Background: an optimization exercise with open tools, aiming at small area, a short achievable clock period and few clock cycles per item. Do not read the settings as production practice. Only simulation tests tie the RTL to the original design; equivalence was not proved. Power and IR drop assume default switching activity.

## nickel
==> flow/design.v (excerpt) <==
module flow_hash (
    input  wire         clk,
    input  wire         rst,         
    input  wire         in_valid,
    output wire         in_ready,
    input  wire [1:0]   in_op,       
    input  wire [3:0]   in_len,      
    input  wire         in_frag,     
    input  wire [31:0]  in_seed,
    input  wire [511:0] in_words,    
    output wire         out_valid,
    input  wire         out_ready,
    output wire [31:0]  out_hash
);
export LEC_CHECK = 0
export CAP_MARGIN = 0
export CORE_MARGIN = 2
export CORE_UTILIZATION = 40
export SETUP_SLACK_MARGIN = 3.4
export SLEW_MARGIN = 0
export TNS_END_PERCENT = 100
create_clock -name core_clock -period 8.0 [get_ports {clk}]
standard.sh (not shown) runs the stock make flow with config.mk's settings and CLKGATE_MAP_FILE= SYNTH_SCRIPT=/design/flow/synth_recipe.tcl, a recipe that flattens the netlist after the stock synthesis.
==> flow/flow/run.sh <==
#!/bin/bash
# Own layout flow: the standard layout (standard.sh: ORFS synthesis to
# final layout, unchanged), except that the port buffers that global
# placement inserts on every input and output are the platform's smallest
# plain buffer (buf_1) instead of the clkdlybuf4s50_1 delay cell that
# buffer_ports picks by default.  Repair may still resize them.
set -euo pipefail
export BUFFER_PORTS_ARGS="-buffer_cell sky130_fd_sc_hd__buf_1"
bash standard.sh finish > standard_flow.log 2>&1
Testbench counts of nickel, summed over its fixed seeds: cycles 9,624, items 9,600.
What tundra does differently from nickel at the input level:
- TNS_END_PERCENT changed from 100 to 30
- SETUP_SLACK_MARGIN changed from 3.4 to 3.7
### Flow results
- Taking nickel as the reference point, the setup slack of tundra rises by 0.040 ns.
- Going from nickel to tundra, final worst hold slack shrinks by 0.014 ns.
- tundra vs nickel — total power climbed by a few percent
- Adder and majority gate portion of the synthesized area: nickel vs tundra, no meaningful difference
- tundra completed every stage of the flow, and the final layout passed the timing, DRC and antenna checks.
- Re number of cell rows: no difference whatsoever between nickel and tundra.
- tundra against nickel: peak fanout along the critical path shows an increase of 24; wire length reported by the detailed router went up.
- Looking at critical path depth, tundra sits 3 lower than nickel does.
- tundra ends up with higher combinational cell fraction of total power than nickel does.
- Compared with nickel, tundra ends up with a larger final cell area.
Inputs modified between tundra and sierra:
- swapping 30 for 100 in TNS_END_PERCENT
- swapping 3.7 for 3.3 in SETUP_SLACK_MARGIN
==> run notes <==
Changes observed in sierra relative to tundra: wire length on met1 level; clock sink count closely matched the old numbers; sequential power essentially unchanged; maximum VDD drop now smaller; number of antenna violations at the first check in global routing fell 6.
There was hardly any difference in share of power burned in the clock network between sierra and tundra.
A master of the slowest instance on the critical path of sky130_fd_sc_hd__or4_1 is what sierra shows, while sky130_fd_sc_hd__xor2_1 belongs to tundra.
In the reports for sierra and tundra, the larger worst-case hold slack belongs to tundra.
For zinc, these inputs were changed with respect to sierra:
- an added CELL_PAD_IN_SITES_DETAIL_PLACEMENT of 0
- an added CELL_PAD_IN_SITES_GLOBAL_PLACEMENT of 0
- a change of SETUP_SLACK_MARGIN from 3.3 to 3.5
- zinc went all the way through the flow, and no timing, DRC or antenna check failed.
- zinc reports its start point of the critical path as in_words[255] while sierra reports in_words[74].
- Power dissipated in combinational cells of zinc exceeds that of sierra by a few percent.
- On sum of internal, switching and leakage power, zinc does worse than sierra.
- Summary of zinc over sierra: diode insertion count for antenna repair increased by 2 relative to the old numbers, first-iteration DRC count saw an increase, post-layout instance area rose 3.4%, shortest period the worst path allows shows a reduction of 0.18 ns.
- met1 track utilization from global routing, zinc and sierra, higher one = sierra.
Here is what was changed in the inputs of willow compared with zinc.
- a change of CORE_UTILIZATION from 40 to 35
- a deleted CELL_PAD_IN_SITES_GLOBAL_PLACEMENT that had been 0
- a deleted CELL_PAD_IN_SITES_DETAIL_PLACEMENT that had been 0
[summary]
From zinc to willow the numbers moved as follows: total chip power now sits higher; buffer count from post-CTS setup fixing now sits higher.
First-pass GRT wire length for willow: 3.1% up relative to zinc
Between zinc and willow, the flow reports net switching component of the power decreasing slightly.

[separate check: timing with driven ports]
In the flow no input, the clock included, has a driving cell. The finished layouts below were timed again as built, in two steps.
Step 1 (the two cells are an assumption about what drives the block):
set clk [get_ports {clk}]
set_driving_cell -lib_cell sky130_fd_sc_hd__clkbuf_16 $clk
set_driving_cell -lib_cell sky130_fd_sc_hd__buf_2 [delete_from_list [all_inputs] $clk]
Step 2 moves the port delays by t, midway between the first and last clock arrival at a register: inputs arrive t later, outputs are due t later. That takes back most of the time a late clock gives input paths.
Slacks: ideal / step 1 / step 2; pairs: ideal / step 1.
| run | shift t [ns] | setup WS [ns] | worst hold slack (ns) | clock arrival spread, ns | pins driven straight from the clock port |
|---|---|---|---|---|---|
| nickel | 0.418 | 3.386 / 3.269 / 2.851 | 0.496 / 0.496 / 0.496 | 0.019 / 0.018 | 1 |
| tundra | 0.437 | 3.425 / 3.183 / 2.746 | 0.481 / 0.481 / 0.481 | 0.016 / 0.016 | 1 |
| sierra | 0.416 | 3.268 / 3.171 / 2.755 | 0.476 / 0.476 / 0.476 | 0.021 / 0.020 | 1 |
| zinc | 0.424 | 3.452 / 3.285 / 2.861 | 0.484 / 0.484 / 0.484 | 0.021 / 0.021 | 1 |
| willow | 0.431 | 3.445 / 3.250 / 2.819 | 0.486 / 0.486 / 0.486 | 0.021 / 0.022 | 1 |
After both steps every run listed still meets setup and hold. The setup slack of tundra, which loses most, moves by -0.242 ns with the drivers and by -0.679 ns with both steps.
